This is an optimization exercise on Yosys and OpenROAD, whose aim is small area, a short achievable clock period and few clock cycles per item, not a production implementation. Function was checked by simulation only, so behaviour that the tests miss may differ from the original. Power figures rest on the tool's default switching activity, not on a simulated workload.

== main ==
Design qe_imu, start of the top module:
module qe_imu (
    input  wire        clk,
    input  wire        rst,
    input  wire        in_valid,
    output wire        in_ready,
    input  wire [5:0]  in_fn,
    input  wire [31:0] in_a,
    input  wire [31:0] in_b,
    output reg         out_valid,
    output reg  [31:0] out_res,
    output reg         out_pred,
    output reg         out_illegal
);
    localparam [5:0] F_ADD   = 6'h00, F_SUB   = 6'h01, F_AND  = 6'h02,
                     F_OR    = 6'h03, F_XOR   = 6'h04, F_SHL  = 6'h05,
                     F_SHR   = 6'h06, F_SRA   = 6'h07, F_MUL  = 6'h08,
                     F_MULH  = 6'h09, F_MULHU = 6'h0A, F_DIV  = 6'h0B,
                     F_DIVU  = 6'h0C, F_REM   = 6'h0D, F_REMU = 6'h0E,
                     F_MIN   = 6'h0F, F_MAX   = 6'h10, F_MINU = 6'h11,
                     F_MAXU  = 6'h12, F_EQ    = 6'h18, F_NE   = 6'h19,
                     F_LT    = 6'h1A, F_GE    = 6'h1B, F_LTU  = 6'h1C,
                     F_GEU   = 6'h1D;
    reg        rdy;
    reg        v0;
    reg [31:0] a0, b0;
    reg        c_sub, c_shl, c_sra, c_msgn, c_dsgn, c_drem, c_div;
    reg        s_add, s_and, s_or, s_xor, s_shl, s_shr, s_mm, c_mmu, c_mmx;
    reg        p_eq, p_ne, p_lt, p_ge, p_ltu, p_geu;
    reg        c_bad, c_mul, c_mulhi;
    assign in_ready = rdy;
    wire in_div = (in_fn == F_DIV) || (in_fn == F_DIVU) ||
                  (in_fn == F_REM) || (in_fn == F_REMU);
    wire in_dsgn = (in_fn == F_DIV) || (in_fn == F_REM);
    wire [5:0] in_za, in_oa, in_zb, in_ob;
    qe_clz u_za (.x(in_a),  .n(in_za));
    qe_clz u_oa (.x(~in_a), .n(in_oa));
    qe_clz u_zb (.x(in_b),  .n(in_zb));
    qe_clz u_ob (.x(~in_b), .n(in_ob));
    wire [5:0] in_lza = !in_a[31] ? in_za : (in_dsgn ? in_oa : 6'd0);
    wire [5:0] in_lzb0 = !in_b[31] ? in_zb : (in_dsgn ? in_ob : 6'd0);
    wire [5:0] in_lzb = in_lzb0[5] ? 6'd31 : in_lzb0;
    wire        in_msgn = (in_fn == F_MULH);
    wire [34:0] in_bb = {in_msgn & in_b[31], in_msgn & in_b[31], in_b, 1'b0};
  ...
clock: 13.0 ns
lec_check: 0
cap_margin: 20
core_margin: 2
core_utilization: 40
slew_margin: 20
standard.sh (not shown) runs the stock make flow with config.mk's settings and CLKGATE_MAP_FILE= SYNTH_SCRIPT=/design/flow/synth_recipe.tcl, a recipe that flattens the netlist after the stock synthesis.
==> flow/flow/run.sh <==
#!/bin/bash
set -euo pipefail
bash standard.sh finish SETUP_SLACK_MARGIN=9.1 > standard_flow.log 2>&1
Testbench counts of main, summed over its fixed seeds: cycles 14,538, items 12,000.
Input-level comparison between the feature branch and main:
==> flow/flow/run.sh <==
#!/bin/bash
set -euo pipefail
bash standard.sh finish SETUP_SLACK_MARGIN=9 > standard_flow.log 2>&1
==> results.txt <==
Min global-route wire length before repair across main and the feature branch: the feature branch
| number of ordinary and repair buffers in the finished layout | higher: main |
Compared to main, the feature branch has via count of the first global-routing pass 572 lower.
Compared with main, the feature branch ends up with a smaller final cell area.


build 7:
Starting RTL as in the previous note.
==> flow/config.mk <==
export PLATFORM = sky130hd
export DESIGN_NAME = qe_imu
export DESIGN_NICKNAME = qe_imu
export VERILOG_FILES = /design/flow/design.v
export SDC_FILE = /design/flow/constraint.sdc
export NUM_CORES = 4
export LEC_CHECK = 0
export CAP_MARGIN = 20
export CORE_MARGIN = 2
export CORE_UTILIZATION = 40
export SLEW_MARGIN = 20
==> flow/constraint.sdc <==
create_clock -name core_clock -period 13.0 [get_ports {clk}]
set_input_delay 2.6000 -clock core_clock [delete_from_list [all_inputs] [get_ports {clk}]]
set_output_delay 2.6000 -clock core_clock [all_outputs]
set_load 0.01 [all_outputs]
==> flow/flow/run.sh <==
#!/bin/bash
set -euo pipefail
bash standard.sh finish SETUP_SLACK_MARGIN=9.2 > standard_flow.log 2>&1
Testbench counts of build 7, summed over its fixed seeds: cycles 14,538, items 12,000.
Modified inputs, build 62 compared to build 7
==> flow/flow/run.sh <==
#!/bin/bash
set -euo pipefail
bash standard.sh finish SETUP_SLACK_MARGIN=8.8 > standard_flow.log 2>&1
## What came out
- Number of non-clock buffers: build 62 < build 7
- The final standard cell area without fillers reported for build 62 is smaller than that of build 7 by 6.9%.
- Total sequential power essentially unchanged between build 62 and build 7.
- Build 62 vs. build 7: worst endpoint data arrival time rose by 0.47 ns; final critical-path share of the clock period increased 2.6 points.
- Count of antenna diodes in the layout | build 62 above build 7
- The lower layout filler cell count came out of build 7.
Input changes introduced in build 50 (baseline for comparison: build 62):
Settings: a change of CORE_UTILIZATION from 40 to 60.
==> flow/flow/run.sh <==
#!/bin/bash
set -euo pipefail
bash standard.sh finish SETUP_SLACK_MARGIN=9 > standard_flow.log 2>&1
--- outcome ---
Timing, DRC, antenna: 0 failures across build 62 and build 50
Compared with build 62, in build 50 core region area lost 33%, area growth from synthesis to layout picked up an extra 0.59 points, switching power share of the total lost 0.71 points.
Looking at total of plain and repair buffers excluding clock buffers, build 50 sits 44 above build 62.
Worst setup path startpoint: a0[15]$_DFF_P_ -> build 62, dr[0]$_DFFE_PP_ -> build 50

## port drivers added, routing unchanged
How much do the figures lean on ideal ports? The routed layouts below were timed once more, with nothing changed but the port constraints.
Step 1 assumes that a clkbuf_16 drives the clock port and a buf_2 every other input.
Step 2 adds t to the input delays and takes it off the output delays; t is the mean of the earliest and latest rising clock arrival at the registers after step 1. Input paths then give back, and output paths get back, about the clock's delay inside the block.
Slacks: ideal ports / drivers / drivers and shift; pairs: ideal ports / drivers.
run | t, ns | setup slack, ns | worst setup path at the end | latest minus earliest clock arrival (ns) | pins driven straight from the clock port
main | 0.756 | 9.016 / 9.016 / 8.432 | input to register | 0.053 / 0.053 | 1
the feature branch | 0.785 | 9.007 / 8.969 / 8.367 | input to register | 0.066 / 0.065 | 1
build 7 | 0.775 | 9.144 / 9.144 / 8.472 | input to register | 0.045 / 0.044 | 1
build 62 | 0.767 | 8.812 / 8.766 / 8.180 | input to register | 0.060 / 0.060 | 1
build 50 | 0.762 | 8.947 / 8.947 / 8.400 | input to register | 0.035 / 0.035 | 1
After both steps setup and hold are still met in every run listed. The setup slack of build 7, which loses most, moves by 0.000 ns with the drivers and by -0.672 ns with both steps.
